Background: an optimization exercise with open tools, aiming at small area, a short achievable clock period and few clock cycles. Do not read the settings as production practice. Function was checked by simulation only, so behaviour that the tests miss may differ from the original. Power is estimated from default activity; no workload was simulated.

==> run F <==
Design ovgar_xu, start of the top module:
module ovgar_xu (
    input  wire        clk,
    input  wire        rst,           
    input  wire        in_valid,
    output wire        in_ready,
    input  wire [31:0] in_insn,
    input  wire [31:0] in_a,          
    input  wire [31:0] in_b,          
    output reg         out_valid,
    output reg  [31:0] out_result,
    output reg         out_wen,
    output reg  [3:0]  out_vd,
    output wire [3:0]  out_flags,     
    output reg         out_illegal
);
Settings: LEC_CHECK=0, CAP_MARGIN=20, CORE_MARGIN=2, CORE_UTILIZATION=55, SLEW_MARGIN=20, TNS_END_PERCENT=100; clock period 11.0 ns.
standard.sh (not shown) runs the stock make flow with config.mk's settings and CLKGATE_MAP_FILE= SYNTH_SCRIPT=/design/flow/synth_recipe.tcl, a recipe that flattens the netlist after the stock synthesis.
==> flow/flow/run.sh <==
#!/bin/bash
set -euo pipefail
bash standard.sh SETUP_SLACK_MARGIN=6 finish > standard_flow.log 2>&1
==> run A (differences from run F) <==
--- a/flow/design.v
+++ b/flow/design.v
@@ -311,18 +311,17 @@
         else if (div_first)
             div_busy <= (dv_q0 || dv_jo[5:1] == 5'd0) ? 5'd0 : dv_jo[5:1] - 5'd1;
         else if (div_busy != 5'd0)
             div_busy <= div_busy - 5'd1;
     end
     wire dv_last = (div_cnt == 5'd1);
     wire [31:0] dv_qz  = {!dv_s || dv_rneg, {31{!dv_rneg}}};
     wire [31:0] dv_out = dv_rem ? dv_rn : dv_z ? dv_qz : {dv_q[29:0], dv_dig};
-    wire [63:0] p2;
-    ovgar_add64 u_cpa (.a(r2_ra), .b(r2_rb), .s(p2));
+    wire [63:0] p2 = r2_ra + r2_rb;
     wire [63:0] p2_term = (r2_form == 2'd2) ? {{31{p2[63]}}, p2[63:31]} : p2;
     reg        v3;
     reg        r3_wen, r3_ill, r3_wzn, r3_wc, r3_c, r3_wv, r3_v;
     reg        r3_mac, r3_sel, r3_accr;
     reg [3:0]  r3_vd;
     reg [5:0]  r3_m;
     reg [63:0] r3_p;           
     reg        r3_neg, r3_zero;
@@ -484,43 +483,16 @@
         for (g = 0; g < 2; g = g + 1) begin : l4
             assign z4[g] = z3[2*g+1] & z3[2*g];
             assign c4[4*g+3:4*g] = z3[2*g+1] ? {1'b1, c3[6*g+2:6*g]} : {1'b0, c3[6*g+5:6*g+3]};
         end
     endgenerate
     assign n = (z4[1] & z4[0]) ? 6'd32 :
                z4[1] ? {2'b01, c4[3:0]} : {2'b00, c4[7:4]};
 endmodule
-module ovgar_add64 (
-    input  wire [63:0] a,
-    input  wire [63:0] b,
-    output wire [63:0] s
-);
-    wire [63:0] g0 = a & b;
-    wire [63:0] p0 = a ^ b;
-    reg  [63:0] g, p;
-    integer i, k;
-    always @* begin
-        g = g0;
-        p = p0;
-        for (k = 0; k < 6; k = k + 1)
-            for (i = 0; i < 64; i = i + 1)
-                if (((i + 1) % (2 << k)) == 0) begin
-                    g[i] = g[i] | (p[i] & g[i - (1 << k)]);
-                    p[i] = p[i] & p[i - (1 << k)];
-                end
-        for (k = 4; k >= 0; k = k - 1)
-            for (i = 0; i < 64; i = i + 1)
-                if (((i + 1) % (2 << k)) == (1 << k) && i >= (2 << k)) begin
-                    g[i] = g[i] | (p[i] & g[i - (1 << k)]);
-                    p[i] = p[i] & p[i - (1 << k)];
-                end
-    end
-    assign s = p0 ^ {g[62:0], 1'b0};
-endmodule
 module ovgar_mul33 (
     input  wire [32:0] x,
     input  wire [32:0] y,
     output wire [63:0] ra,
     output wire [63:0] rb
 );
     wire [34:0] yy = {y[32], y, 1'b0};
     wire [16:0] ng;
==> flow_metrics.py <==
metrics = {
    "power": {
        "ir_drop_uv": 268,
        "sw_frac_of_total_pct": 52.1,
        "power.sequential.fraction_pct": 16.0,
    },
    "finish": {
        "layout-drive-gt1-share_pct": 11.3,
        "number_of_antenna_cells_inserted": 8,
        "total_area_of_multi_input_combinational_cells_um2": 57200,
    },
    "yosys": {
        "synthAdderAreaFrac_pct": 20.7,
        "synth_seq_area_share_pct": 17.1,
        "synth.net_count": 9783,
        "post_synth_instance_area_um2": 73100,
    },
    "hold_path": {
        "hold_end": "out_vd[3]$_DFF_P_",
    },
    "floorplan": {
        "rows": 133,
    },
    "detailed_routing": {
        "wire_length_after_detailed_routing_mm": 342,
        "dr_wl_met2_mm": 137,
    },
    "timing": {
        "fmaxAchievable_mhz": 193,
        "finalCritPeriodShare_pct": 47.1,
        "slew_headroom_pct": 17.2,
    },
    "run_status": {
        "status": "no timing/DRC/antenna violations",
    },
}
Source of the figures above: run A

==> flow_metrics.py <==
metrics = {
    "run_status": {
        "status": "no timing/DRC/antenna violations",
    },
    "power": {
        "power.share.clock_pct": 11.6,
        "ir_drop_uv": 254,
    },
    "floorplan": {
        "rows": 132,
    },
    "worst_setup_path": {
        "r2r_start": "r2_rb[27]$_DFF_P_",
    },
    "finish": {
        "total_area_of_multi_input_combinational_cells_um2": 55600,
        "number_of_antenna_cells_inserted": 3,
        "mostFrequentLayoutCell": "nand2_1",
        "nClkBuffers": 107,
        "layout-drive-gt1-share_pct": 12.2,
        "sequential_cell_total": 621,
    },
    "yosys": {
        "synth_seq_area_share_pct": 17.5,
        "synthAdderAreaFrac_pct": 22.0,
        "synth.net_count": 9546,
        "post_synth_instance_area_um2": 71400,
    },
    "global_routing": {
        "grt_pass1_wl_mm": 455,
    },
    "detailed_routing": {
        "wire_length_after_detailed_routing_mm": 323,
    },
    "timing": {
        "slew_headroom_pct": 21.4,
        "finalCritPeriodShare_pct": 46.1,
    },
    "hold_path": {
        "hold_end": "r3_m[1]$_DFF_P_",
    },
}
Source of the figures above: run F

Testbench counts of run F, summed over its fixed seeds: cycles 34,507.
Testbench counts of run A, summed over its fixed seeds: cycles 34,507.

afterwards: timing with drivers on the ports:
The results above use ideal ports. As a check the final layouts listed here were re-extracted and re-timed, cells and wires unchanged.
Step 1: set_driving_cell puts a clkbuf_16 on clk and a buf_2 on each other input, an assumption about the parent block.
Step 2, shift: input delay + t, output delay - t, t = (earliest + latest rising clock arrival at the registers) / 2. This alone moves slack from input paths to output paths.
Slacks: no drivers / after step 1 / after step 2; pairs: no drivers / after step 1.
| run | t (ns) | setup slack, ns | worst setup path at the end | clock arrival spread, ns | pins driven straight from the clock port |
|---|---|---|---|---|---|
| run F | 0.785 | 5.933 / 5.933 / 5.429 | input to register | 0.046 / 0.046 | 1 |
| run A | 0.812 | 5.822 / 5.822 / 5.425 | input to register | 0.057 / 0.057 | 1 |
After both steps every run listed still meets setup and hold. The setup slack of run F, which loses most, moves by 0.000 ns with the drivers and by -0.504 ns with both steps.
